Source: an optimization exercise on an open RTL-to-GDS flow (aim: small area). Production flows keep margins and buffers that such runs may drop. Function was checked by simulation only, so behaviour that the tests miss may differ from the original. No activity file was given, so power comes from the tool's default toggle rates.

==> design.v <==
module chk_channel #(
    parameter [3:0] CH = 4'd0
) (
    input  wire        clk,
    input  wire        rst,
    input  wire        sel,
    input  wire        w_cfg,
    input  wire        w_seq,
    input  wire        w_fsrc,
    input  wire        w_fcnt,
    input  wire        w_cmp,
    input  wire        w_crc,
    input  wire        w_start,      
    input  wire        w_ctl,        
    input  wire        w_res,        
    input  wire        w_cnt,        
    input  wire        w_le,         
    input  wire        w_fd,         
    input  wire        w_mmclr,      
    input  wire        mm_set,       
    input  wire        w_touch,      
    input  wire [5:0]  d_cfg,        
    input  wire [15:0] d_seq,
    input  wire [29:0] d_fsrc,
    input  wire [12:0] d_fcnt,
    input  wire [31:0] d_cmp,
    input  wire [31:0] d_crc,
    input  wire [31:0] d_res,
    input  wire [7:0]  d_alive,
    input  wire [1:0]  d_cuf,
    input  wire [1:0]  d_le,
    input  wire [3:0]  d_own,
    input  wire [6:0]  d_stamp,
    input  wire        rel_w,        
    input  wire        tick_due,     
    input  wire [6:0]  t_due,
    input  wire        jet_stop,
    input  wire [2:0]  jet_stop_id,
    input  wire        steward_stop,
    input  wire        lockout,
    output wire [5:0]  q_cfg,
    output wire [5:0]  q_act,
    output wire [15:0] q_seq,
    output wire [29:0] q_fsrc,
    output wire [12:0] q_fcnt,
    output wire [31:0] q_cmp,
    output wire [31:0] q_crc,
    output wire [31:0] q_res,
    output wire [7:0]  q_alive,
    output wire [1:0]  q_cuf,
    output wire [1:0]  q_le,
    output wire        q_fd,
    output wire        q_mm,
    output wire [3:0]  q_own
);
    localparam PRIV = (CH < 4);
    localparam [3:0] IDLE = 4'b0001;
    reg        cfg_cmp_en, cfg_swap;
    reg [1:0]  cfg_poly;
    reg        cfg_x0;
    reg        act_cmp_en, act_swap;
    reg [1:0]  act_poly;
    reg        act_x0;
    reg [15:0] seq;
    reg [29:0] fsrc;
    reg [12:0] fcnt;
    reg [31:0] cmp, crc, res;
    reg [7:0]  alive;
    reg [1:0]  cuf;
    reg [1:0]  last_end;
    reg        feed_st, mm_flag;
    reg [3:0]  own;
    reg [6:0]  stamp;
    wire [1:0] cfg_x, act_x;
    wire       rel_q  = (own != IDLE) && (lockout ||
                                  (jet_stop && own == {1'b1, jet_stop_id}) ||
                                  (steward_stop && own == 4'b0100) ||
                                  (tick_due && !(sel && w_touch) && stamp == t_due));
    wire       rel    = (sel && w_ctl) ? rel_w : rel_q;
    always @(posedge clk) begin
        if (rst || (sel && w_cfg)) begin
            cfg_cmp_en <= d_cfg[5];
            cfg_swap   <= d_cfg[4];
            cfg_poly   <= d_cfg[3:2];
            cfg_x0     <= d_cfg[0];
        end
        if (sel && w_start) begin
            act_cmp_en <= cfg_cmp_en;
            act_swap   <= cfg_swap;
            act_poly   <= cfg_poly;
            act_x0     <= cfg_x0;
        end
        if (rst || (sel && w_fsrc)) fsrc <= d_fsrc;
        if (rst || (sel && w_fcnt)) fcnt <= d_fcnt;
        if (rst || (sel && w_cmp))  cmp  <= d_cmp;
        if (sel && w_crc)           crc  <= d_crc;
        if (rst || (sel && w_res))  res  <= d_res;
        if (rst || (sel && w_mmclr) || mm_set)
            mm_flag <= !rst && !(sel && w_mmclr);
        if (rst || (sel && w_fd))   feed_st <= !rst;
        if (rst || rel || (sel && w_le))
            last_end <= rst ? 2'd0 : rel ? 2'd3 : d_le;
        if (rst || rel || (sel && w_ctl))
            own <= (rst || rel) ? IDLE : d_own;
        if (sel && w_touch) stamp <= d_stamp;
    end
    generate
        if (PRIV) begin : g_seq
            always @(posedge clk)
                if (rst || (sel && w_seq)) seq <= d_seq;
            assign cfg_x   = {1'b0, cfg_x0};
            assign act_x   = {1'b0, act_x0};
            assign q_seq   = seq;
            assign q_alive = 8'h00;
            assign q_cuf   = 2'd0;
        end else begin : g_alive
            reg cfg_x1, act_x1;
            always @(posedge clk) begin
                if (rst || (sel && w_cfg)) cfg_x1 <= d_cfg[1];
                if (sel && w_start)        act_x1 <= cfg_x1;
                if (rst || (sel && w_cnt)) begin
                    alive <= d_alive;
                    cuf   <= d_cuf;
                end
            end
            assign cfg_x   = {cfg_x1, cfg_x0};
            assign act_x   = {act_x1, act_x0};
            assign q_seq   = 16'h0000;
            assign q_alive = alive;
            assign q_cuf   = cuf;
        end
    endgenerate
    assign q_cfg  = {cfg_cmp_en, cfg_swap, cfg_poly, cfg_x};
    assign q_act  = {act_cmp_en, act_swap, act_poly, act_x};
    assign q_fsrc = fsrc;
    assign q_fcnt = fcnt;
    assign q_cmp  = cmp;
    assign q_crc  = crc;
    assign q_res  = res;
    assign q_le   = last_end;
    assign q_fd   = feed_st;
    assign q_mm   = mm_flag;
    assign q_own  = own;
endmodule
module chk_crc (
    input  wire [1:0]  poly,
    input  wire [31:0] x,
    input  wire [31:0] d,
    input  wire        one,
    input  wire        none,
    output wire [31:0] y
);
    wire [15:0] t0, m0, s0;
    wire [31:0] t1, m1, s1;
    wire [31:0] t2, m2, s2;
    wire [7:0]  t3, m3, s3;
    wire a0 = x[15] ^ d[23];
    wire a1 = x[14] ^ d[22];
    wire a2 = x[0] ^ d[24];
    wire a3 = x[2] ^ d[26];
    wire a4 = x[1] ^ d[25];
    wire a5 = x[7] ^ d[31];
    wire a6 = x[4] ^ d[28];
    wire a7 = x[6] ^ d[30];
    wire a8 = x[5] ^ d[29];
    wire a9 = x[3] ^ d[27];
    wire a10 = x[17] ^ d[9];
    wire a11 = x[12] ^ d[20];
    wire a12 = x[13] ^ d[21];
    wire a13 = x[10] ^ d[18];
    wire a14 = x[11] ^ d[19];
    wire a15 = x[18] ^ d[10];
    wire a16 = x[9] ^ d[17];
    wire a17 = x[8] ^ d[16];
    wire a18 = x[22] ^ d[14];
    wire a19 = x[20] ^ d[12];
    wire a20 = x[21] ^ d[13];
    wire a21 = x[19] ^ d[11];
    wire a22 = x[23] ^ d[15];
    wire a23 = x[16] ^ d[8];
    wire a24 = a0 ^ a17;
    wire a25 = a1 ^ a7;
    wire a26 = a3 ^ a15;
    wire a27 = a10 ^ a18;
    wire a28 = a8 ^ a12;
    wire a29 = a2 ^ a4;
    wire a30 = a6 ^ a11;
    wire a31 = a5 ^ a22;
    wire a32 = a9 ^ a21;
    wire a33 = a19 ^ a23;
    wire a34 = a16 ^ a20;
    wire a35 = a13 ^ a14;
    wire a36 = a24 ^ a33;
    wire a37 = a13 ^ a27;
    wire a38 = a16 ^ a29;
    wire a39 = a20 ^ a26;
    wire a40 = a25 ^ a28;
    wire a41 = a28 ^ a30;
    wire a42 = a0 ^ a21;
    wire a43 = a2 ^ a24;
    wire a44 = a3 ^ a9;
    wire a45 = a25 ^ a31;
    wire a46 = a3 ^ a4;
    wire a47 = a32 ^ a34;
    wire a48 = a1 ^ a15;
    wire a49 = a14 ^ a19;
    wire a50 = d[8] ^ d[12];
    wire a51 = a22 ^ a32;
    wire a52 = a5 ^ a25;
    wire a53 = a11 ^ a12;
    wire a54 = a0 ^ a23;
    wire a55 = a2 ^ a10;
    wire a56 = a9 ^ a14;
    wire a57 = a4 ^ a6;
    wire a58 = a13 ^ a16;
    wire a59 = d[22] ^ d[11];
    wire a60 = a7 ^ a22;
    wire a61 = a6 ^ a18;
    wire a62 = d[12] ^ a5;
    wire a63 = d[10] ^ d[14];
    wire a64 = a27 ^ a35;
    wire a65 = d[9] ^ d[13];
    wire a66 = a24 ^ a30;
    wire a67 = a1 ^ a14;
    wire a68 = a8 ^ a20;
    wire a69 = a23 ^ a26;
    wire a70 = a1 ^ a5;
    wire a71 = d[31] ^ a65;
    wire a72 = a5 ^ a34;
    wire a73 = a12 ^ a33;
    wire a74 = a4 ^ a11;
    wire a75 = d[21] ^ a50;
    wire a76 = a30 ^ a56;
    wire a77 = x[15] ^ a71;
    wire a78 = d[23] ^ a59;
    wire a79 = a10 ^ a31;
    wire a80 = a5 ^ a36;
    wire a81 = a26 ^ a35;
    wire a82 = a46 ^ a58;
    wire a83 = d[13] ^ a75;
    wire a84 = d[11] ^ d[15];
    wire a85 = x[14] ^ d[30];
    wire a86 = a42 ^ a60;
    wire a87 = a35 ^ a44;
    wire a88 = a6 ^ a17;
    wire a89 = a37 ^ a54;
    wire a90 = a12 ^ a67;
    wire a91 = d[18] ^ d[15];
    wire a92 = a15 ^ a57;
    wire a93 = d[17] ^ a6;
    wire a94 = a41 ^ a77;
    wire a95 = a11 ^ a45;
    wire a96 = a45 ^ a69;
    wire a97 = a18 ^ a32;
    wire a98 = a6 ^ a19;
    wire a99 = d[19] ^ d[9];
    wire a100 = a2 ^ a78;
    wire a101 = a39 ^ a64;
    wire a102 = a37 ^ a73;
    wire a103 = d[20] ^ d[21];
    wire a104 = d[22] ^ d[14];
    wire a105 = a18 ^ a35;
    wire a106 = a51 ^ a68;
    wire a107 = a14 ^ a42;
    wire a108 = a93 ^ a99;
    wire a109 = a2 ^ a11;
    wire a110 = a28 ^ a33;
    wire a111 = a50 ^ a85;
    wire a112 = a27 ^ a31;
    wire a113 = a19 ^ a70;
    wire a114 = a2 ^ a30;
    wire a115 = a16 ^ a49;
    wire a116 = a34 ^ a61;
    wire a117 = a4 ^ a10;
    wire a118 = x[30] ^ a7;
    wire a119 = a8 ^ a67;
    wire a120 = a12 ^ a23;
    wire a121 = d[10] ^ a7;
    wire a122 = a7 ^ a18;
    wire a123 = a9 ^ a37;
    wire a124 = a52 ^ a84;
    wire a125 = d[20] ^ a62;
    wire a126 = a55 ^ a88;
    wire a127 = a27 ^ a54;
    wire a128 = a30 ^ a47;
    wire a129 = a21 ^ a22;
    wire a130 = a36 ^ a40;
    wire a131 = a47 ^ a127;
    wire a132 = a17 ^ a38;
    wire a133 = a81 ^ a86;
    wire a134 = a12 ^ a39;
    wire a135 = a8 ^ a17;
    wire a136 = a8 ^ a34;
    wire a137 = a31 ^ a48;
    wire a138 = a3 ^ a29;
    wire a139 = a0 ^ a56;
    wire a140 = a8 ^ a103;
    wire a141 = a40 ^ a63;
    wire a142 = a29 ^ a53;
    wire a143 = a4 ^ a21;
    assign t0[0] = (a76 ^ ((d[16] ^ x[0]) ^ a111));
    assign t0[1] = ((d[17] ^ x[1]) ^ a94);
    assign t0[2] = ((d[18] ^ x[2]) ^ a141);
    assign t0[3] = ((a0 ^ (d[19] ^ x[3])) ^ a124);
    assign t0[4] = (a125 ^ (x[4] ^ a43));
    assign t0[5] = (a132 ^ ((a85 ^ (a83 ^ x[5])) ^ a76));
    assign t0[6] = (a94 ^ ((a104 ^ x[6]) ^ a82));
    assign t0[7] = (a141 ^ (((d[23] ^ d[15]) ^ x[7]) ^ a87));
    assign t0[8] = (a124 ^ (a43 ^ a76));
    assign t0[9] = ((a24 ^ a62) ^ (a38 ^ a41));
    assign t0[10] = (a82 ^ (((d[24] ^ d[13]) ^ x[8]) ^ a40));
    assign t0[11] = (a87 ^ ((a0 ^ ((d[25] ^ d[14]) ^ x[9])) ^ a52));
    assign t0[12] = (a43 ^ (a111 ^ (a5 ^ ((d[26] ^ d[15]) ^ x[10]))));
    assign t0[13] = ((a77 ^ (d[27] ^ x[11])) ^ a132);
    assign t0[14] = (((d[28] ^ a63) ^ x[12]) ^ a82);
    assign t0[15] = (((d[29] ^ a84) ^ x[13]) ^ a87);
    assign t1[0] = (a80 ^ ((a32 ^ a74) ^ ((x[24] ^ a7) ^ (a10 ^ a15))));
    assign t1[1] = ((a72 ^ a73) ^ (a126 ^ (a26 ^ (x[25] ^ a21))));
    assign t1[2] = ((a37 ^ a47) ^ ((a29 ^ a48) ^ (a135 ^ (x[26] ^ a19))));
    assign t1[3] = (a133 ^ (a116 ^ (a29 ^ (x[27] ^ a19))));
    assign t1[4] = (a101 ^ (a43 ^ (a60 ^ (x[28] ^ a8))));
    assign t1[5] = ((a27 ^ (x[29] ^ a22)) ^ (a43 ^ a115));
    assign t1[6] = ((a43 ^ a47) ^ (a79 ^ (a118 ^ (a13 ^ a19))));
    assign t1[7] = (a128 ^ (a64 ^ (a7 ^ (x[31] ^ a0))));
    assign t1[8] = ((a33 ^ a41) ^ (a105 ^ (a15 ^ a31)));
    assign t1[9] = ((a110 ^ a137) ^ (a139 ^ (a20 ^ a29)));
    assign t1[10] = ((a9 ^ a61) ^ (a39 ^ a113));
    assign t1[11] = ((a24 ^ a61) ^ a106);
    assign t1[12] = ((a38 ^ a66) ^ (a112 ^ (a32 ^ (a8 ^ a15))));
    assign t1[13] = ((a58 ^ a41) ^ (a79 ^ (a0 ^ a44)));
    assign t1[14] = ((a117 ^ a41) ^ (a113 ^ (a35 ^ a42)));
    assign t1[15] = (a130 ^ (a39 ^ (a14 ^ a109)));
    assign t1[16] = (a131 ^ (a52 ^ a142));
    assign t1[17] = ((a36 ^ a37) ^ ((a26 ^ a31) ^ (a57 ^ (a1 ^ a12))));
    assign t1[18] = (a95 ^ (a136 ^ (a46 ^ a49)));
    assign t1[19] = (a102 ^ (a143 ^ a39));
    assign t1[20] = ((a49 ^ a39) ^ (a51 ^ (a1 ^ a27)));
    assign t1[21] = ((a57 ^ (a7 ^ a17)) ^ ((a20 ^ a23) ^ a112));
    assign t1[22] = ((a38 ^ a51) ^ ((a33 ^ a122) ^ ((a0 ^ a3) ^ (a8 ^ a11))));
    assign t1[23] = (a134 ^ (a66 ^ (a13 ^ a129)));
    assign t1[24] = ((a38 ^ a40) ^ ((a24 ^ a27) ^ ((a5 ^ a11) ^ (a14 ^ a15))));
    assign t1[25] = (a96 ^ ((a24 ^ a53) ^ (a58 ^ a143)));
    assign t1[26] = ((a25 ^ a53) ^ (a38 ^ a81));
    assign t1[27] = ((a53 ^ a70) ^ ((a0 ^ a32) ^ (a35 ^ a46)));
    assign t1[28] = ((a30 ^ a44) ^ (a36 ^ a90));
    assign t1[29] = ((a55 ^ (a1 ^ a9)) ^ (a41 ^ (a34 ^ a54)));
    assign t1[30] = (a89 ^ (a40 ^ a92));
    assign t1[31] = (a96 ^ (a107 ^ (a8 ^ a55)));
    assign t2[0] = (a43 ^ (a48 ^ (x[24] ^ a11)));
    assign t2[1] = ((x[25] ^ a42) ^ (a120 ^ a38));
    assign t2[2] = ((a33 ^ (x[26] ^ a1)) ^ ((a10 ^ a13) ^ a138));
    assign t2[3] = ((x[27] ^ a117) ^ (a39 ^ a139));
    assign t2[4] = ((x[28] ^ a69) ^ (a97 ^ a114));
    assign t2[5] = ((a98 ^ (x[29] ^ a10)) ^ (a51 ^ (a28 ^ a29)));
    assign t2[6] = ((a68 ^ a118) ^ (a66 ^ (a19 ^ a46)));
    assign t2[7] = ((a122 ^ (x[31] ^ a23)) ^ (a72 ^ (a28 ^ a44)));
    assign t2[8] = (a123 ^ (a88 ^ a45));
    assign t2[9] = ((a16 ^ a31) ^ (a114 ^ a119));
    assign t2[10] = (a40 ^ (a15 ^ (a4 ^ a13)));
    assign t2[11] = (a107 ^ ((a2 ^ a3) ^ a52));
    assign t2[12] = ((a9 ^ a74) ^ a80);
    assign t2[13] = ((a3 ^ a34) ^ (a120 ^ a126));
    assign t2[14] = (a123 ^ (a38 ^ (a8 ^ a48)));
    assign t2[15] = (a57 ^ a133);
    assign t2[16] = (a80 ^ (a119 ^ (a26 ^ a32)));
    assign t2[17] = (a128 ^ (a36 ^ (a7 ^ a55)));
    assign t2[18] = ((a37 ^ a72) ^ (a92 ^ a110));
    assign t2[19] = (a101 ^ (a135 ^ (a25 ^ a129)));
    assign t2[20] = ((a17 ^ a45) ^ (a97 ^ a115));
    assign t2[21] = ((a13 ^ a34) ^ (a98 ^ a137));
    assign t2[22] = ((a68 ^ a109) ^ (a105 ^ (a21 ^ a48)));
    assign t2[23] = ((a18 ^ a49) ^ (a86 ^ a142));
    assign t2[24] = (a134 ^ (a36 ^ (a29 ^ a31)));
    assign t2[25] = ((a26 ^ a74) ^ a131);
    assign t2[26] = (a102 ^ (a51 ^ (a6 ^ a26)));
    assign t2[27] = (a106 ^ (a66 ^ (a10 ^ a49)));
    assign t2[28] = (a116 ^ a130);
    assign t2[29] = (a89 ^ (a45 ^ a136));
    assign t2[30] = (a95 ^ (a23 ^ a64));
    assign t2[31] = (a79 ^ a90);
    assign t3[0] = (((d[14] ^ (d[18] ^ d[23])) ^ a83) ^ a29);
    assign t3[1] = (((d[19] ^ d[15]) ^ (a65 ^ a104)) ^ a138);
    assign t3[2] = (a44 ^ ((a83 ^ ((d[16] ^ d[20]) ^ (d[10] ^ a91))) ^ a2));
    assign t3[3] = (a108 ^ (a100 ^ ((a50 ^ (d[16] ^ d[18])) ^ a9)));
    assign t3[4] = (a108 ^ ((d[8] ^ a63) ^ a140));
    assign t3[5] = (a140 ^ ((a91 ^ (d[9] ^ a59)) ^ a121));
    assign t3[6] = (a121 ^ ((a78 ^ (d[21] ^ (d[16] ^ d[19]))) ^ a62));
    assign t3[7] = (a125 ^ ((d[17] ^ d[13]) ^ a100));
    wire b0_0 = m0[13] ^ d[5];
    wire b0_1 = m0[15] ^ d[7];
    wire b0_2 = m0[12] ^ d[4];
    wire b0_3 = m0[14] ^ d[6];
    wire b0_4 = d[2] ^ b0_3;
    wire b0_5 = d[1] ^ b0_0;
    wire b0_6 = m0[9] ^ b0_5;
    wire b0_7 = m0[11] ^ d[3];
    wire b0_8 = m0[8] ^ d[0];
    wire b0_9 = b0_2 ^ b0_8;
    wire b0_10 = m0[10] ^ b0_4;
    wire b0_11 = b0_1 ^ b0_7;
    assign s0[0] = b0_9;
    assign s0[1] = b0_6;
    assign s0[2] = b0_10;
    assign s0[3] = b0_11;
    assign s0[4] = b0_2;
    assign s0[5] = (b0_0 ^ b0_9);
    assign s0[6] = (b0_3 ^ b0_6);
    assign s0[7] = (b0_1 ^ b0_10);
    assign s0[8] = (m0[0] ^ b0_11);
    assign s0[9] = (m0[1] ^ b0_2);
    assign s0[10] = (m0[2] ^ b0_0);
    assign s0[11] = (m0[3] ^ b0_3);
    assign s0[12] = (b0_9 ^ (m0[4] ^ b0_1));
    assign s0[13] = (m0[5] ^ b0_6);
    assign s0[14] = (m0[6] ^ b0_10);
    assign s0[15] = (m0[7] ^ b0_11);
    wire b1_0 = m1[2] ^ d[2];
    wire b1_1 = m1[1] ^ d[1];
    wire b1_2 = m1[6] ^ d[6];
    wire b1_3 = m1[7] ^ d[7];
    wire b1_4 = m1[5] ^ d[5];
    wire b1_5 = m1[4] ^ d[4];
    wire b1_6 = m1[3] ^ d[3];
    wire b1_7 = m1[0] ^ d[0];
    wire b1_8 = b1_1 ^ b1_2;
    wire b1_9 = b1_0 ^ b1_5;
    wire b1_10 = b1_4 ^ b1_6;
    wire b1_11 = b1_3 ^ b1_7;
    wire b1_12 = b1_8 ^ b1_10;
    wire b1_13 = b1_0 ^ b1_8;
    wire b1_14 = b1_3 ^ b1_10;
    wire b1_15 = b1_1 ^ b1_7;
    wire b1_16 = b1_4 ^ b1_9;
    wire b1_17 = b1_6 ^ b1_11;
    wire b1_18 = b1_3 ^ b1_5;
    wire b1_19 = b1_8 ^ b1_11;
    wire b1_20 = b1_9 ^ b1_15;
    wire b1_21 = b1_1 ^ b1_5;
    assign s1[0] = ((m1[8] ^ b1_6) ^ b1_20);
    assign s1[1] = (b1_20 ^ (m1[9] ^ b1_10));
    assign s1[2] = (b1_12 ^ (m1[10] ^ b1_9));
    assign s1[3] = (b1_14 ^ (b1_9 ^ (m1[11] ^ b1_2)));
    assign s1[4] = (b1_13 ^ (b1_4 ^ (m1[12] ^ b1_3)));
    assign s1[5] = (b1_18 ^ (m1[13] ^ b1_8));
    assign s1[6] = (b1_14 ^ (m1[14] ^ b1_21));
    assign s1[7] = (m1[15] ^ b1_12);
    assign s1[8] = ((m1[16] ^ b1_2) ^ (b1_9 ^ b1_11));
    assign s1[9] = (b1_16 ^ (m1[17] ^ b1_11));
    assign s1[10] = ((m1[18] ^ b1_2) ^ b1_16);
    assign s1[11] = ((m1[19] ^ b1_2) ^ b1_14);
    assign s1[12] = (b1_13 ^ (b1_6 ^ (m1[20] ^ b1_3)));
    assign s1[13] = (b1_3 ^ (m1[21] ^ b1_1));
    assign s1[14] = (b1_21 ^ (m1[22] ^ b1_6));
    assign s1[15] = ((m1[23] ^ b1_7) ^ b1_16);
    assign s1[16] = ((m1[24] ^ b1_7) ^ b1_12);
    assign s1[17] = (b1_19 ^ (m1[25] ^ b1_9));
    assign s1[18] = (b1_18 ^ (m1[26] ^ b1_4));
    assign s1[19] = (b1_12 ^ (b1_9 ^ (m1[27] ^ b1_7)));
    assign s1[20] = (b1_12 ^ (b1_9 ^ (m1[28] ^ b1_3)));
    assign s1[21] = ((m1[29] ^ b1_4) ^ b1_19);
    assign s1[22] = (b1_17 ^ (b1_5 ^ (m1[30] ^ b1_2)));
    assign s1[23] = ((m1[31] ^ b1_0) ^ b1_14);
    assign s1[24] = b1_13;
    assign s1[25] = (b1_0 ^ b1_17);
    assign s1[26] = b1_0;
    assign s1[27] = b1_6;
    assign s1[28] = (b1_5 ^ b1_7);
    assign s1[29] = (b1_4 ^ b1_15);
    assign s1[30] = (b1_7 ^ b1_13);
    assign s1[31] = ((b1_0 ^ b1_1) ^ b1_17);
    wire b2_0 = m2[0] ^ d[0];
    wire b2_1 = m2[1] ^ d[1];
    wire b2_2 = m2[4] ^ d[4];
    wire b2_3 = m2[7] ^ d[7];
    wire b2_4 = m2[2] ^ d[2];
    wire b2_5 = m2[5] ^ d[5];
    wire b2_6 = m2[3] ^ d[3];
    wire b2_7 = m2[6] ^ d[6];
    wire b2_8 = b2_1 ^ b2_3;
    wire b2_9 = b2_0 ^ b2_5;
    wire b2_10 = b2_4 ^ b2_6;
    wire b2_11 = b2_7 ^ b2_9;
    wire b2_12 = b2_2 ^ b2_6;
    wire b2_13 = b2_0 ^ b2_2;
    wire b2_14 = b2_7 ^ b2_8;
    wire b2_15 = b2_1 ^ b2_4;
    wire b2_16 = b2_3 ^ b2_12;
    wire b2_17 = b2_3 ^ b2_4;
    wire b2_18 = b2_2 ^ b2_17;
    wire b2_19 = b2_10 ^ b2_13;
    wire b2_20 = b2_1 ^ b2_9;
    wire b2_21 = b2_8 ^ b2_12;
    wire b2_22 = b2_7 ^ b2_10;
    assign s2[0] = (m2[8] ^ b2_4);
    assign s2[1] = (b2_6 ^ (m2[9] ^ b2_0));
    assign s2[2] = (b2_13 ^ (m2[10] ^ b2_1));
    assign s2[3] = (b2_15 ^ (m2[11] ^ b2_5));
    assign s2[4] = ((m2[12] ^ b2_0) ^ b2_22);
    assign s2[5] = (m2[13] ^ b2_21);
    assign s2[6] = (b2_5 ^ (m2[14] ^ b2_2));
    assign s2[7] = (m2[15] ^ b2_11);
    assign s2[8] = (m2[16] ^ b2_14);
    assign s2[9] = (m2[17] ^ b2_3);
    assign s2[10] = (m2[18] ^ b2_4);
    assign s2[11] = (m2[19] ^ b2_6);
    assign s2[12] = (m2[20] ^ b2_13);
    assign s2[13] = (m2[21] ^ b2_20);
    assign s2[14] = (b2_15 ^ (m2[22] ^ b2_7));
    assign s2[15] = (b2_10 ^ (m2[23] ^ b2_3));
    assign s2[16] = (m2[24] ^ b2_19);
    assign s2[17] = (b2_20 ^ (m2[25] ^ b2_12));
    assign s2[18] = (b2_11 ^ (b2_15 ^ (m2[26] ^ b2_2)));
    assign s2[19] = (b2_14 ^ (b2_10 ^ (m2[27] ^ b2_5)));
    assign s2[20] = ((m2[28] ^ b2_7) ^ b2_16);
    assign s2[21] = ((m2[29] ^ b2_5) ^ b2_18);
    assign s2[22] = ((m2[30] ^ b2_5) ^ b2_22);
    assign s2[23] = ((m2[31] ^ b2_7) ^ b2_16);
    assign s2[24] = (b2_9 ^ b2_18);
    assign s2[25] = (b2_11 ^ (b2_1 ^ b2_10));
    assign s2[26] = (b2_14 ^ b2_19);
    assign s2[27] = (b2_5 ^ b2_21);
    assign s2[28] = (b2_2 ^ b2_11);
    assign s2[29] = (b2_8 ^ b2_11);
    assign s2[30] = (b2_0 ^ b2_14);
    assign s2[31] = b2_8;
    wire b3_0 = m3[4] ^ d[4];
    wire b3_1 = m3[2] ^ d[2];
    wire b3_2 = m3[5] ^ d[5];
    wire b3_3 = m3[3] ^ d[3];
    wire b3_4 = m3[0] ^ d[0];
    wire b3_5 = m3[1] ^ d[1];
    wire b3_6 = m3[6] ^ d[6];
    wire b3_7 = b3_0 ^ b3_4;
    wire b3_8 = m3[7] ^ d[7];
    wire b3_9 = b3_1 ^ b3_8;
    wire b3_10 = b3_0 ^ b3_3;
    wire b3_11 = b3_5 ^ b3_6;
    wire b3_12 = b3_2 ^ b3_7;
    wire b3_13 = b3_3 ^ b3_5;
    assign s3[0] = (b3_6 ^ b3_12);
    assign s3[1] = (b3_11 ^ (b3_2 ^ b3_8));
    assign s3[2] = (b3_9 ^ b3_12);
    assign s3[3] = (b3_7 ^ b3_13);
    assign s3[4] = (b3_11 ^ (b3_1 ^ b3_4));
    assign s3[5] = (b3_9 ^ b3_13);
    assign s3[6] = (b3_1 ^ b3_10);
    assign s3[7] = (b3_2 ^ b3_10);
    assign m0 = one ? x[15:0] : t0;
    assign m1 = one ? x : t1;
    assign m2 = one ? x : t2;
    assign m3 = one ? x[7:0] : t3;
    reg [31:0] ys;
    always @(*) begin
        case (poly)
            2'd0:    ys = {16'h0000, s0};
            2'd1:    ys = s1;
            2'd2:    ys = s2;
            default: ys = {24'h000000, s3};
        endcase
    end
    assign y = none ? x : ys;
endmodule
module chk_unit (
    input  wire        clk,
    input  wire        rst,
    input  wire        req_valid,
    input  wire        req_write,
    input  wire [6:0]  req_addr,
    input  wire [31:0] req_wdata,
    input  wire [2:0]  req_src,
    input  wire [2:0]  req_jet,
    output reg         rsp_valid,
    output reg         rsp_denied,
    output reg  [31:0] rsp_rdata,
    input  wire [7:0]  fold_addr,
    input  wire        tick_ms,
    input  wire        jet_stop,
    input  wire [2:0]  jet_stop_id,
    input  wire        steward_stop,
    input  wire        lockout,
    output wire        mismatch_evt,
    output reg  [2:0]  mismatch_ch
);
    localparam [3:0] R_CFG  = 4'd0, R_SEQ  = 4'd1, R_FSRC = 4'd2, R_FCNT = 4'd3,
                     R_CTL  = 4'd4, R_DATA = 4'd5, R_BYTE = 4'd6, R_RES  = 4'd7,
                     R_CMP  = 4'd8, R_STAT = 4'd9;
    localparam [3:0] IDLE = 4'b0001;
    wire [2:0]  c  = req_addr[6:4];
    wire [3:0]  r  = req_addr[3:0];
    wire [31:0] wd = req_wdata;
    wire        priv = !c[2];
    wire [3:0]  id = (req_src == 3'd1) ? {1'b1, req_jet} : {1'b0, req_src};
    localparam NB = 32 + 32 + 32 + 30 + 13 + 16 + 6 + 6 + 8 + 2 + 4 + 2 + 1 + 1;
    wire [NB-1:0] q_all [0:7];
    wire [7:0]    oh_c = 8'd1 << c;
    reg [NB-1:0] s_all;
    integer n;
    always @(*) begin
        s_all = {NB{1'b0}};
        for (n = 0; n < 8; n = n + 1)
            s_all = s_all | (q_all[n] & {NB{oh_c[n]}});
    end
    wire [31:0] crc_c, res_c, cmp_c;
    wire [29:0] fsrc_c;
    wire [12:0] fcnt_c;
    wire [15:0] seq_c;
    wire [5:0]  cfg_c, act_c;
    wire [7:0]  alive_c;
    wire [1:0]  cuf_c, le_c;
    wire [3:0]  own_c;
    wire        mm_c, fd_c;
    assign {crc_c, res_c, cmp_c, fsrc_c, fcnt_c, seq_c, cfg_c, act_c,
            alive_c, cuf_c, own_c, le_c, mm_c, fd_c} = s_all;
    wire active_c = (own_c != IDLE);
    wire owner_c  = (own_c == id);
    wire prot     = (r <= R_BYTE) || (r == R_CMP);
    wire denied   = (priv && req_src == 3'd1) || (active_c && !owner_c && prot);
    wire ok       = req_valid && req_write && !denied;
    wire is_ctl = (r == R_CTL);
    wire b_start  = wd[31], b_feed = wd[30], b_finish = wd[29], b_abort = wd[28];
    wire start    = is_ctl && b_start;
    wire act1     = b_start || active_c;
    wire fin      = is_ctl && act1 && !b_abort && !b_feed && b_finish;
    wire feed     = is_ctl && act1 && !b_abort && b_feed;
    wire ends     = is_ctl && act1 && (b_abort || (!b_feed && b_finish));
    wire [5:0] cf      = start ? cfg_c : act_c;
    wire       cmp_en  = cf[5];
    wire [1:0] poly    = cf[3:2];
    wire [1:0] cnt_w   = cf[1:0];
    wire       seq_inc = fin && priv && cf[0];
    wire       cnt     = fin && !priv && (cnt_w != 2'd0);
    wire       cnt4    = (cnt_w == 2'd1);
    reg [31:0] x0;
    always @(*) begin
        if (start) begin
            case ({priv, poly})
                3'b000: x0 = 32'h0000_FFFF;
                3'b011: x0 = 32'h0000_00FF;
                3'b100: x0 = 32'h0000_1E0C;
                3'b101: x0 = 32'hA942_E6BC;
                3'b110: x0 = 32'hF095_8FD9;
                3'b111: x0 = 32'h0000_007E;
                default: x0 = 32'hFFFF_FFFF;
            endcase
        end else begin
            x0 = crc_c;
        end
    end
    wire [7:0]  cbyte = cnt4 ? {4'h0, alive_c[3:0]} : alive_c;
    wire [31:0] dsw   = {wd[7:0], wd[15:8], wd[23:16], wd[31:24]};
    wire        swap  = act_c[4];
    wire [31:0] edata = is_ctl ? (priv ? {8'h00, fold_addr, seq_c} : {24'h0, cbyte})
                               : ((r == R_DATA && swap) ? dsw : wd);
    wire        one   = (r == R_BYTE) || (is_ctl && !priv);
    wire        none  = is_ctl && !(priv && start) && !cnt;
    wire [31:0] y;
    chk_crc u_crc (.poly(poly), .x(x0), .d(edata), .one(one), .none(none), .y(y));
    reg [31:0] fin_v, mask;
    always @(*) begin
        case (poly)
            2'd0:    begin fin_v = {16'h0000, y[15:0]};       mask = 32'h0000_FFFF; end
            2'd3:    begin fin_v = {24'h000000, ~y[7:0]};      mask = 32'h0000_00FF; end
            default: begin fin_v = ~y;                         mask = 32'hFFFF_FFFF; end
        endcase
    end
    wire [31:0] diff = fin_v ^ (cmp_c & mask);
    reg  [7:0]  mm_part;
    reg         mm_pend;
    integer k;
    always @(posedge clk) begin
        for (k = 0; k < 8; k = k + 1)
            mm_part[k] <= |diff[4*k +: 4];
        mm_pend <= !rst && ok && fin && cmp_en;
    end
    assign mismatch_evt = mm_pend && (mm_part != 8'h00);
    wire [7:0] mm_set = {8{mismatch_evt}} & (8'd1 << mismatch_ch);
    wire [3:0] own_s = start ? id : own_c;
    wire [3:0] d_own = (b_abort || (!b_feed && b_finish)) ? IDLE : own_s;
    wire       rel_w = (d_own != IDLE) && (lockout ||
                                           (jet_stop && d_own == {1'b1, jet_stop_id}) ||
                                           (steward_stop && d_own == 4'b0100));
    reg  [6:0] tcnt;
    wire [6:0] tnext = tcnt + {6'd0, tick_ms};
    wire [6:0] t_due = tcnt - 7'd99;
    wire [5:0]  d_cfg   = rst ? 6'b000100
                              : {wd[16], wd[4], wd[1:0], priv ? {1'b0, wd[12]} : wd[9:8]};
    wire [15:0] d_seq   = rst ? 16'h0 : (r == R_SEQ) ? wd[15:0] : seq_c + 16'd1;
    wire [29:0] d_fsrc  = rst ? 30'h0 : {wd[31:30], wd[27:0]};
    wire [12:0] d_fcnt  = rst ? 13'h0 : wd[12:0];
    wire [31:0] d_cmp   = rst ? 32'h0 : wd;
    wire [31:0] d_res   = rst ? 32'h0 : fin_v;
    wire [7:0]  d_alive = rst ? 8'h0 : cnt4 ? {4'h0, alive_c[3:0] + 4'd1} : alive_c + 8'd1;
    wire [1:0]  d_cuf   = rst ? 2'd0 : {1'b1, cnt4};
    wire [1:0]  d_le    = b_abort ? 2'd2 : 2'd1;
    wire w_cfg   = (r == R_CFG);
    wire w_seq   = (r == R_SEQ) || seq_inc;
    wire w_fsrc  = (r == R_FSRC);
    wire w_fcnt  = (r == R_FCNT);
    wire w_cmp   = (r == R_CMP);
    wire w_crc   = (r == R_CTL) || (r == R_DATA) || (r == R_BYTE);
    wire w_mmclr = (r == R_STAT) && wd[23];
    wire w_touch = owner_c || start;
    genvar g;
    generate
        for (g = 0; g < 8; g = g + 1) begin : chan
            wire [5:0]  q_cfg, q_act;
            wire [15:0] q_seq;
            wire [29:0] q_fsrc;
            wire [12:0] q_fcnt;
            wire [31:0] q_cmp, q_crc, q_res;
            wire [7:0]  q_alive;
            wire [1:0]  q_cuf, q_le;
            wire        q_fd, q_mm;
            wire [3:0]  q_own;
            chk_channel #(.CH(g)) u_ch (
                .clk(clk), .rst(rst),
                .sel(ok && oh_c[g]),
                .w_cfg(w_cfg), .w_seq(w_seq), .w_fsrc(w_fsrc), .w_fcnt(w_fcnt),
                .w_cmp(w_cmp), .w_crc(w_crc), .w_start(start), .w_ctl(is_ctl),
                .w_res(fin), .w_cnt(cnt), .w_le(ends), .w_fd(feed), .w_mmclr(w_mmclr), .mm_set(mm_set[g]),
                .w_touch(w_touch),
                .d_cfg(d_cfg), .d_seq(d_seq), .d_fsrc(d_fsrc), .d_fcnt(d_fcnt),
                .d_cmp(d_cmp), .d_crc(y), .d_res(d_res), .d_alive(d_alive),
                .d_cuf(d_cuf), .d_le(d_le), .d_own(d_own),
                .d_stamp(tnext),
                .rel_w(rel_w), .tick_due(tick_ms), .t_due(t_due),
                .jet_stop(jet_stop), .jet_stop_id(jet_stop_id),
                .steward_stop(steward_stop), .lockout(lockout),
                .q_cfg(q_cfg), .q_act(q_act), .q_seq(q_seq),
                .q_fsrc(q_fsrc), .q_fcnt(q_fcnt), .q_cmp(q_cmp),
                .q_crc(q_crc), .q_res(q_res), .q_alive(q_alive),
                .q_cuf(q_cuf), .q_le(q_le), .q_fd(q_fd), .q_mm(q_mm),
                .q_own(q_own)
            );
            assign q_all[g] = {q_crc, q_res, q_cmp, q_fsrc, q_fcnt, q_seq, q_cfg, q_act,
                               q_alive, q_cuf, q_own, q_le, q_mm, q_fd};
        end
    endgenerate
    wire [7:0] cnt_used = !cuf_c[1] ? 8'h00
                        : cuf_c[0] ? {4'h0, alive_c[3:0] - 4'd1} : alive_c - 8'd1;
    wire [2:0] owner    = !active_c ? 3'd0 : own_c[3] ? 3'd1 : own_c[2:0];
    wire [2:0] ojet     = own_c[3] ? own_c[2:0] : 3'd0;
    reg [31:0] rdata;
    always @(*) begin
        case (r)
            R_CFG:  rdata = {15'h0, cfg_c[5], 3'h0, priv & cfg_c[0], 2'h0,
                             priv ? 2'b00 : cfg_c[1:0], 3'h0, cfg_c[4], 2'h0, cfg_c[3:2]};
            R_SEQ:  rdata = {16'h0000, seq_c};
            R_FSRC: rdata = {fsrc_c[29:28], 2'b00, fsrc_c[27:0]};
            R_FCNT: rdata = {19'h0, fcnt_c};
            R_RES:  rdata = res_c;
            R_CMP:  rdata = cmp_c;
            R_STAT: rdata = {active_c ? 2'd1 : 2'd0, owner, ojet, mm_c | mm_set[c],
                             1'b0, le_c, 1'b0, 1'b0, fd_c, 1'b0, cnt_used, 8'h00};
            default: rdata = 32'h0;
        endcase
    end
    always @(posedge clk) begin
        if (rst) begin
            rsp_valid    <= 1'b0;
            tcnt         <= 7'd0;
        end else begin
            rsp_valid    <= req_valid;
            tcnt         <= tnext;
        end
        rsp_denied  <= req_write && denied;
        rsp_rdata   <= rdata;
        mismatch_ch <= c;
    end
endmodule
==> flow/run.sh <==
#!/bin/bash
# Own layout flow.
# 1. The standard synthesis (standard.sh synth).
# 2. The same synthesis again with an area-oriented ABC mapping script
#    (area_synth.tcl, abc_area_map.script, bias_lib.py); its netlist replaces
#    the standard one only if it holds exactly the same registers (names and
#    cell types).
# 3. The standard ORFS layout steps, with clock tree and port buffer
#    settings of our own.
# Each tool's output goes to a log of its own in this folder.
set -euo pipefail
W=$(pwd)
R=$W/orfs/results/$FLOW_PLATFORM/chk_unit/base
A=$W/orfs_area/results/$FLOW_PLATFORM/chk_unit/base

bash standard.sh synth > 1_standard_synth.log 2>&1
cp $R/1_2_yosys.v $W/standard_synth.v

python3 flow/bias_lib.py $FLOW_HOME/platforms/$FLOW_PLATFORM/lib/sky130_fd_sc_hd__tt_025C_1v80.lib \
  $W/abc_bias.lib 5.0 > 2_bias_lib.log 2>&1
if bash standard.sh WORK_HOME=$W/orfs_area SYNTH_SCRIPT=$W/flow/area_synth.tcl synth \
     > 2_area_synth.log 2>&1 \
   && python3 flow/regs_match.py $W/standard_synth.v $A/1_2_yosys.v > 2_regs_match.log 2>&1; then
  cp $A/1_2_yosys.v $R/1_2_yosys.v
  touch $R/1_2_yosys.v
fi

bash standard.sh \
  "CTS_ARGS=-sink_clustering_enable -repair_clock_nets -sink_clustering_size 18 -sink_clustering_max_diameter 55 -buf_list sky130_fd_sc_hd__clkbuf_8 -dont_use_dummy_load" \
  "BUFFER_PORTS_ARGS=-buffer_cell sky130_fd_sc_hd__buf_1" \
  finish > 3_layout.log 2>&1
==> flow/abc_area_map.script <==
strash
dc2
dch -f
amap
==> flow/area_synth.tcl <==
set ::area_dir [file dirname [file normalize [info script]]]
set ::area_abc_script [file join $::area_dir abc_area_map.script]
# the library ABC maps with (written by run.sh with bias_lib.py)
set ::area_abc_lib [file join [file dirname $::area_dir] abc_bias.lib]
proc synth {args} { yosys synth -nofsm -noshare {*}$args }
proc abc {args} {
  set i [lsearch -exact $args -script]
  if {$i >= 0} {
    set args [lreplace $args [expr {$i + 1}] [expr {$i + 1}] $::area_abc_script]
  }
  set l [lsearch -exact $args -liberty]
  if {$l >= 0 && [file exists $::area_abc_lib]} {
    set args [lreplace $args [expr {$l + 1}] [expr {$l + 1}] $::area_abc_lib]
  }
  set j [lsearch -exact $args -D]
  if {$j >= 0} {
    set args [lreplace $args $j [expr {$j + 1}]]
  }
  yosys abc {*}$args
}
# no half or full adder cells: ABC maps that logic together with the rest
proc extract_fa {args} {}
source $::env(SCRIPTS_DIR)/synth.tcl
# left out here: clear keep_hierarchy, flatten, clean up, hide names made inside functions, write 1_2_yosys.v
==> flow/bias_lib.py <==
#!/usr/bin/env python3
"""Writes a copy of a liberty file in which the two-input XOR and XNOR cells
are given a smaller area. Used only to steer ABC's area mapping towards
those cells (which are faster than the NAND/OAI structures it would
otherwise build an XOR from); every later step reads the real library.
Usage: bias_lib.py IN.lib OUT.lib AREA"""
import re, sys

src, dst, area = sys.argv[1], sys.argv[2], sys.argv[3]
text = open(src).read()
for cell in ("sky130_fd_sc_hd__xor2_1", "sky130_fd_sc_hd__xnor2_1"):
    start = text.index('cell ("%s")' % cell)
    at = text.index("area", start)
    end = text.index(";", at)
    text = text[:at] + "area : " + area + text[end:]
open(dst, "w").write(text)
==> flow/regs_match.py <==
#!/usr/bin/env python3
"""Checks that two netlists hold the same registers: the same instance names,
each of the same cell type. Usage: regs_match.py STANDARD.v OTHER.v"""
import re, sys

def regs(path):
    text = open(path).read()
    out = {}
    for m in re.finditer(r'^\s*(sky130_fd_sc_hd__\w+)\s+(\\\S+|\w+)\s*\(', text, re.M):
        cell, name = m.group(1), m.group(2)
        if re.search(r'__(e|s|se)?df|__dl', cell):
            out[name] = cell
    return out

a, b = regs(sys.argv[1]), regs(sys.argv[2])
if a != b:
    print("registers differ: %d vs %d, %d names only in the first, %d only in the second, %d of another type"
          % (len(a), len(b), len(set(a) - set(b)), len(set(b) - set(a)),
             sum(1 for k in set(a) & set(b) if a[k] != b[k])))
    sys.exit(1)
print("registers match: %d" % len(a))
==> standard.sh <==
#!/bin/bash
# synth_recipe.tcl (not shown) runs the flow's synth.tcl, then flattens the netlist and writes it again
# the make line also repeats each setting of config.mk as NAME=value (left out here)
make -C /OpenROAD-flow-scripts/flow DESIGN_CONFIG=/design/flow/config.mk WORK_HOME=/design/flow/orfs CLKGATE_MAP_FILE= SYNTH_SCRIPT=/design/flow/synth_recipe.tcl "${@:-finish}"
==> config.mk <==
export PLATFORM = sky130hd
export DESIGN_NAME = chk_unit
export DESIGN_NICKNAME = chk_unit
export VERILOG_FILES = /design/flow/design.v
export SDC_FILE = /design/flow/constraint.sdc
export NUM_CORES = 8
export LEC_CHECK = 0
export CAP_MARGIN = 20
export CORE_MARGIN = 2
export CORE_UTILIZATION = 60
export SLEW_MARGIN = 20
==> constraint.sdc <==
create_clock -name core_clock -period 13.0 [get_ports {clk}]
set_input_delay 2.6000 -clock core_clock [delete_from_list [all_inputs] [get_ports {clk}]]
set_output_delay 2.6000 -clock core_clock [all_outputs]
set_load 0.01 [all_outputs]
==> flow_summary.ini, run 1 <==
[timing]
min_period_over_period = 0.9554
fin_skew_ns = 0.1213
hold_violations = 0
hold_ws_ns = 0.4204
setup_viol = 0
rsz0062_at_grt = false
fmax_ghz = 0.08051
timing.slew.headroom = 0.2515
setup_tns_ns = 0
slew_violations = 0
worst_pin_slew_ns = 1.123
min_period_ns = 12.42

[global_routing]
grt_overflow = 0
antenna_found_initial = 11
top_usage_layer = met2
grt_pass1_wl_um = 300000
met1_usage = 0.5698
grt_pass1_vias = 40443
use_met3 = 0.08883
grt_max_degree = 80
grt_usage = 0.3939
met2_usage = 0.5866

[power_and_ir_drop]
powerDensity_nw_per_um2 = 262.9
p_leak_nw = 22.71
p_total_mw = 18.27
ir_worst_vdd_mv = 0.3170

[synth]
avgSynthCellArea_um2 = 14.67
syn-instance-count = 4311
yosys_warnings = 10
syn_nets = 4375
netlist_area_um2 = 63260

[clocking]
cts_buffers = 114
cts_resized = 0
post_cts_buffers = 0
cts.sinks = 1477
cts_max_level = 3
tritoncts = done
cts_root_buf = clkbuf_8
clk_pin_slew_ns = 0.08
insertion_delay_ns = 0.86
postCtsHoldBufs = 0
cts_buffer_depth = 3

[routing]
dr.pass1.iters = 7
post_drt_wl_per_cell_um = 34.70
wirelength_um = 214000
drt_iter0_drc = 7271
num_vias = 43135
vias_per_cell = 6.993
ant_nets = 0
drc = 0

[floorplan]
fp.dieH_um = 328.7
initial_utilization = 0.6027
core_area_um2 = 105000
fp.dieW_um = 328.7
row_count = 119
num_io_pins = 102
die-area_um2 = 108100

[outcome]
status = no timing/DRC/antenna violations

[critical_path]
path_common_cell = clkinv_1
end_kind = flop
path_class = input pin to flop
cp.required_ns = 13.71
worst-endpoint-arrival_ns = 13.13
start_kind = input pin
cp_max_fo = 10
slowest_delay_ns = 0.60
path_buf_inv = 10
crit_slowest_cell = a2111oi_0
crit_family = compound AO/OA/AOI/OAI gates

[flow_run]
max_cap_violations = 0

[cells_and_area]
area_delta_synth_final_pct = 9.867
final_cell_area_um2 = 69510
final_cell_mix = 1424 x edfxtp_1, 506 x xor2_1, 246 x nand2_1
mostFrequentLayoutCell = edfxtp_1
fillers = 7708
final_net_count = 4831
drive_gt1_frac = 0.09150
fin_util = 0.6621

[placement]
place_area_um2 = 67890
place_congestion = 1.014
io_buffers = 101
dpl.hpwl_um = 143200

[min_path]
min_path_type = flop to flop
-- stage by stage --
stage	std cells	worst slack (ns)
final	6168	0.5794
after detailed placement	6042	0.05362
after CTS	6156	0.8887
after global placement	6041	0.2272
after floorplan	4311	-0.001057
after global routing	6160	0.003503
-- worst reg2reg max path: cells and delay by family, from the launching register on --
kind | cells | cell delay (ns)
AND/OR/NAND/NOR | 8 | 1.18
buffers and inverters | 8 | 1.64
XOR/XNOR | 10 | 3.08
AO/OA/AOI/OAI | 10 | 3.40
flip-flops | 1 | 0.44
-- path summary, 6_finish.rpt --
check | from | end | slack, ns | depth (start not counted)
worst max-delay path | req_addr[4] | mm_part[2] | 0.58 | 40
worst min-delay path | chan[4].u_ch.cfg_x0 | chan[4].u_ch.act_x0 | 0.42 | 0
worst max register to register | chan[2].u_ch.cfg_poly[0] | mm_part[2] | 3.12 | 36
worst min register to register | chan[4].u_ch.cfg_x0 | chan[4].u_ch.act_x0 | 0.42 | 0
-- per-layer routing --
layer	wire, µm	share of wire
met1	80560	0.38
met2	94830	0.44
met3	29420	0.14
met4	9152	0.043
met5	41	0.00019
-- area by class of cell --
| type | count | area, µm² | area share |
|---|---|---|---|
| Clock buffer | 114 | 1569 | 0.02257 |
| Timing Repair Buffer | 340 | 2266 | 0.03260 |
| Multi-Input combinational cell | 2615 | 19250 | 0.2770 |
| Tap cell | 1391 | 1740 | 0.02504 |
| Antenna cell | 12 | 30.03 | 0.0004320 |
| Sequential cell | 1477 | 43820 | 0.6305 |
| Inverter | 219 | 827.0 | 0.01190 |
-- power breakdown --
group,switching (mW),leakage [nW],internal (mW)
clock network,1.40,0.820,0.778
logic,6.17,7.69,2.91
registers,0.166,14.2,6.84
-- flip-flops by register name (all words and copies together) (netlist names), 32 cells and up --
name             flops
chan.u_ch.alive     32
chan.u_ch.crc      256
chan.u_ch.fsrc     240
chan.u_ch.res      256
rsp_rdata           32
chan.u_ch.seq       64
chan.u_ch.stamp     56
chan.u_ch.own       32
chan.u_ch.cmp      256
chan.u_ch.fcnt     104
==> inputs of run 2 (changes only) <==
--- a/flow/run.sh
+++ b/flow/run.sh
@@ -26,6 +26,6 @@
 fi
 
 bash standard.sh \
-  "CTS_ARGS=-sink_clustering_enable -repair_clock_nets -sink_clustering_size 18 -sink_clustering_max_diameter 55 -buf_list sky130_fd_sc_hd__clkbuf_8 -dont_use_dummy_load" \
+  "CTS_ARGS=-sink_clustering_enable -repair_clock_nets -sink_clustering_size 28 -sink_clustering_max_diameter 60 -buf_list sky130_fd_sc_hd__clkbuf_16 -dont_use_dummy_load" \
   "BUFFER_PORTS_ARGS=-buffer_cell sky130_fd_sc_hd__buf_1" \
   finish > 3_layout.log 2>&1
==> flow_summary.ini, run 2 <==
[floorplan]
initial_utilization = 0.6027
die-area_um2 = 108100
num_io_pins = 102
fp.dieH_um = 328.7
row_count = 119
fp.dieW_um = 328.7
core_area_um2 = 105000

[timing]
slew_violations = 0
fmax_ghz = 0.08189
hold_violations = 0
worst_pin_slew_ns = 1.176
min_period_ns = 12.21
min_period_over_period = 0.9393
setup_tns_ns = 0
rsz0062_at_grt = false
fin_skew_ns = 0.1071
setup_viol = 0
timing.slew.headroom = 0.2157

[global_routing]
grt_pass1_vias = 40515
grt_pass1_wl_um = 300600
grt_usage = 0.3945
grt_max_degree = 80
antenna_found_initial = 14
grt_overflow = 0

[cells_and_area]
final_cell_mix = 1424 x edfxtp_1, 506 x xor2_1, 246 x nand2_1
final_net_count = 4818
area_delta_synth_final_pct = 11.38
fillers = 7587
drive_gt1_frac = 0.08944
final-seq-area_um2 = 43820
fin_util = 0.6712
mostFrequentLayoutCell = edfxtp_1
final_cell_area_um2 = 70460
multi_input_area_um2 = 19250
instances_no_fill = 6152
largest_registers = chan.u_ch.cmp: 256 flops, chan.u_ch.crc: 256 flops, chan.u_ch.res: 256 flops

[min_path]
hold_depth = 0
min_to = chan[4].u_ch.act_x0
min_path_type = flop to flop
min_from = chan[4].u_ch.cfg_x0

[clocking]
clk_pin_slew_ns = 0.10
cts_root_buf = clkbuf_16
cts_buffer_depth = 3
cts_buffers = 101
cts.sinks = 1477
cts_max_level = 3
insertion_delay_ns = 0.74
tritoncts = done
post_cts_buffers = 0
cts_resized = 0
postCtsHoldBufs = 0

[synth]
syn-instance-count = 4311
syn_nets = 4375
yosys_warnings = 10
netlist_area_um2 = 63260
avgSynthCellArea_um2 = 14.67

[power_and_ir_drop]
pwr-share-clk = 0.150
ir_worst_vdd_mv = 0.3144
combPwrFrac = 0.480
power.switching_mw = 7.849
powerDensity_nw_per_um2 = 269.3
pwr-share-seq = 0.370
switching_share = 0.4137
p_leak_nw = 23.14
power.internal_mw = 11.13

[outcome]
status = no timing/DRC/antenna violations

[placement]
place_area_um2 = 67890
place_congestion = 1.014
dp_cells = 6042
dpl.hpwl_um = 143200
io_buffers = 101

[critical_path]
crit_slowest_cell = buf_1
reg2reg_to = mm_part[2]
regToRegStartpoint = chan[2].u_ch.cfg_poly[0]
slowest_delay_ns = 0.52
cp.required_ns = 13.57
ff2ff_setup_slack_ns = 3.19
end_kind = flop
path_common_cell = xor2_1
rr_worst_depth = 36
cp_max_fo = 14
path_class = input pin to flop
start_kind = input pin
worst-endpoint-arrival_ns = 12.78

[routing]
routed-wl-met2_um = 95990
drt_iter0_drc = 7306
drc = 0
post_drt_wl_per_cell_um = 34.84
route.top_layer_used = met5
vias_per_cell = 7.031
ant_nets = 0
wl_met3_um = 28190
wirelength_um = 214300
m1WireLength_um = 81410
num_vias = 43252
dr.pass1.iters = 10

[flow_run]
max_cap_violations = 0
## run 2: cell count changes in the layout (fill, tap and decap cells not counted), sizes merged
cell    before  now
buf        338  337
clkbuf     116  104
diode       12    9
## run 2: critical path: cells and delay by family
| kind | cells | cell delay, ns |
|---|---|---|
| compound gates | 9 | 2.56 |
| simple gates | 11 | 2.09 |
| xor+xnor | 10 | 3.06 |
| buf+inv | 9 | 2.41 |
## run 2: area by class of cell
class | count | area share
inverters | 219 | 0.01174
diodes | 9 | 0.0003196
repair buffers | 340 | 0.03218
multi-input cells | 2615 | 0.2733
well taps | 1391 | 0.02470
clock buffers | 101 | 0.03587
flip-flops and latches | 1477 | 0.6219
## run 2: worst max path at each step
stage	startpoint	endpoint	slack, ns	cells after the start
detailed placement	req_addr[4]	mm_part[2]	0.05	40
floorplan	req_addr[6]	mm_part[2]	-0.001	34
global placement	req_addr[4]	mm_part[2]	0.23	40
global route	req_addr[4]	chan[2].u_ch.res[10]	0.20	38
finish	req_addr[5]	mm_part[2]	0.79	39
CTS	req_addr[4]	mm_part[2]	0.71	40
## run 2: power groups by stage
stage / logic [mW] / registers [mW] / clock network, mW
after floorplan: 5.90 / 7.06 / 0
after global placement: 8.81 / 7.09 / 0
after detailed placement: 8.81 / 7.11 / 0
after CTS: 8.84 / 7.01 / 2.84
after global routing: 9.66 / 7.06 / 3.00
final: 9.11 / 7.01 / 2.85
## run 2: per-stage QoR
stage,hold WS [ns],power [mW],setup WS [ns]
floorplan,0.4180,12.96,-0.001057
global placement,0.4266,15.90,0.2272
detailed placement,0.4310,15.92,0.05362
CTS,0.3713,18.69,0.7146
global route,0.3791,19.72,0.2012
finish,0.3851,18.97,0.7890
## run 2: layer usage
| layer | GRT usage | up-vias |
|---|---|---|
| li1 | - | 18016 |
| met4 | 0.1482 | 10 |
| met3 | 0.09166 | 446 |
| met5 | 0 | - |
| met1 | 0.5680 | 21586 |
| met2 | 0.5902 | 3194 |

-- what the ideal ports hide --
How much do the figures lean on ideal ports? The routed layouts below were timed once more, with nothing changed but the port constraints. Step 1 assumes that a clkbuf_16 drives the clock port and a buf_2 every other input. Step 2 also shifts input and output timing later by t, the mid clock arrival at the registers, as if the neighbouring blocks saw the same clock. Slacks: ideal ports / drivers / drivers and shift; pairs: ideal ports / drivers.
run | t (ns) | setup WS [ns] | worst setup path after step 2 | worst data-port slew with drivers (ns)
run 1 | 0.861 | 0.579 / 0.578 / -0.283 | input to register | 0.12
run 2 | 0.766 | 0.789 / 0.808 / 0.042 | input to register | 0.11
With both steps, setup timing fails in run 1, where it was met with ideal ports. For run 1, which loses most, drivers alone change the setup slack by -0.001 ns; drivers and shift together by -0.862 ns.
